From an optimization exercise on the open Yosys and OpenROAD flow, aimed at small area, a short achievable clock period and few clock cycles per item; shortcuts taken in it are not production practice.
Where RTL was checked, it was by simulation tests only, not by an equivalence proof against the original.

## the previous run
// can_fd_tx
module can_fd_tx (
    input  wire        clk,
    input  wire        rst,
    input  wire        wr_en,
    input  wire [5:0]  wr_addr,
    input  wire [7:0]  wr_data,
    input  wire        start,
    input  wire [28:0] ident,
    input  wire        ide,
    input  wire        rtr,
    input  wire        fdf,
    input  wire        brs,
    input  wire        esi,
    input  wire [3:0]  dlc,
    output reg         busy,
    output wire        tx_valid,
    input  wire        tx_ready,
    output reg         tx_bit,
    output reg  [4:0]  tx_field,
    output reg         tx_stuff,
    output reg         tx_fast,
    output reg         tx_last
);
==> flow/config.mk <==
export PLATFORM = sky130hd
export DESIGN_NAME = can_fd_tx
export DESIGN_NICKNAME = can_fd_tx
export VERILOG_FILES = /design/flow/design.v
export SDC_FILE = /design/flow/constraint.sdc
export NUM_CORES = 4
export LEC_CHECK = 0
export ABC_CLOCK_PERIOD_IN_PS = 2200
export CAP_MARGIN = 20
export CORE_MARGIN = 2
export CORE_UTILIZATION = 40
export CTS_CLUSTER_DIAMETER = 150
export CTS_CLUSTER_SIZE = 22
export PLACE_DENSITY = 0.6
export SETUP_SLACK_MARGIN = 2.8
export SLEW_MARGIN = 20
==> flow/constraint.sdc <==
create_clock -name core_clock -period 5.0 [get_ports {clk}]
set_input_delay 1.0000 -clock core_clock [delete_from_list [all_inputs] [get_ports {clk}]]
set_output_delay 1.0000 -clock core_clock [all_outputs]
set_load 0.01 [all_outputs]
standard.sh (not shown) runs the stock make flow with config.mk's settings and CLKGATE_MAP_FILE= SYNTH_SCRIPT=/design/flow/synth_recipe.tcl, a recipe that flattens the netlist after the stock synthesis.
==> flow/flow/run.sh <==
#!/bin/bash
# The standard layout (the standard.sh, unchanged synthesis and steps)
# with two changes made through ORFS's own variables:
#  - the port buffers are buf_2 cells instead of the default delay buffers;
#  - clock tree synthesis gets the same clustering as config.mk but no
#    dummy loads.
# standard.sh's full output goes to standard.log in this folder; ORFS keeps
# each step's log under orfs/logs/.
set -e
export BUFFER_PORTS_ARGS="-buffer_cell sky130_fd_sc_hd__buf_2"
export CTS_ARGS="-sink_clustering_enable -repair_clock_nets -sink_clustering_size 22 -sink_clustering_max_diameter 150 -dont_use_dummy_load"
bash standard.sh > standard.log 2>&1
> inputs changed (the previous run -> the current run)
--- a/flow/design.v
+++ b/flow/design.v
@@ -98,35 +98,36 @@
             5'h06, 5'h16: lm1_in = 6'd5;
             5'h07, 5'h17: lm1_in = 6'd6;
             default: lm1_in = 6'd7;    
         endcase
     end
     wire wide_in = fdf & dlc[3] & (dlc[2] | (dlc[1] & dlc[0]));    
     reg [15:0] a_lm;        
     reg [3:0]  a_hi;        
-    reg [7:0] p0, p1;
-    reg       lastbyte;     
-    reg [7:0] rd0, rd1;
-    integer i;
+    reg [31:0] pq;          
+    reg        lastbyte;    
+    reg [31:0] rq;
+    integer i, q, n;
     always @* begin
-        rd0 = 8'd0;
-        rd1 = 8'd0;
-        for (i = 0; i < 32; i = i + 1) begin
-            if (a_hi[i / 16] && a_lm[i % 16])
-                rd0 = rd0 | buffer[8 * i +: 8];
-            if (a_hi[2 + i / 16] && a_lm[i % 16])
-                rd1 = rd1 | buffer[8 * (32 + i) +: 8];
-        end
+        rq = 32'd0;
+        for (q = 0; q < 4; q = q + 1)
+            for (i = 0; i < 16; i = i + 1)
+                if (a_lm[i])
+                    rq[8 * q +: 8] = rq[8 * q +: 8] | buffer[8 * (16 * q + i) +: 8];
     end
-    always @(posedge clk) begin
-        p0 <= rd0;
-        p1 <= rd1;
+    always @(posedge clk)
+        pq <= rq;
+    reg [7:0] nbyte;
+    always @* begin
+        nbyte = 8'd0;
+        for (n = 0; n < 4; n = n + 1)
+            if (a_hi[n])
+                nbyte = nbyte | pq[8 * n +: 8];
     end
-    wire [7:0] nbyte = p0 | p1;
     wire [15:0] l_lm = 16'd1 << lm1[3:0];
     wire [3:0]  l_hi = 4'b0001 << lm1[5:4];
     wire at_last = |(a_lm & l_lm) && |(a_hi & l_hi);
     reg [4:0]  st;          
     reg        h_last;      
     reg        f_fsb;       
     reg        f_sc;        
     reg        f_crc;       
## What came out
- Post-synthesis share of cell area spent on full adders, half adders and majority gates: the previous run vs the current run — no meaningful difference
- Top metal layer carrying routed signals = met5: the previous run; top metal layer carrying routed signals = met4: the current run
- The final reports for the current run and the previous run show count of clock buffers in the final design higher in the former.
- Of the current run and the previous run, the run reporting the lower number of instances in the synthesized netlist was the current run.
- Per the comparison of the current run with the previous run, first-iteration DRC count -11%; clock skew ~0 delta; area of the multi-input gates -49 µm²; die area +1.0%.
Testbench counts of the current run, summed over its fixed seeds: cycles 52,801, bits 49,405.
The RTL of the previous run was laid out without a check of its function.

re-timing with driven ports:
No port has a modelled driver above. Below, the same layouts with a new extraction and two added sets of constraints. Step 1: set_driving_cell puts a clkbuf_16 on clk and a buf_2 on each other input, an assumption about the parent block. Step 2, shift: input delay + t, output delay - t, t = (earliest + latest rising clock arrival at the registers) / 2. This alone moves slack from input paths to output paths. a / b / c = ideal ports / drivers / drivers and shift; a / b = the first two.
run	shift t [ns]	slack for setup (ns)	latest minus earliest clock arrival (ns)	slew at the worst register clock pin (ns)
the previous run	0.630	2.824 / 2.808 / 2.365	0.068 / 0.068	0.09 / 0.09
the current run	0.632	2.874 / 2.824 / 2.352	0.065 / 0.064	0.09 / 0.09
After both steps setup and hold are still met in every run listed. The setup slack of the current run, which loses most, moves by -0.050 ns with the drivers and by -0.522 ns with both steps.
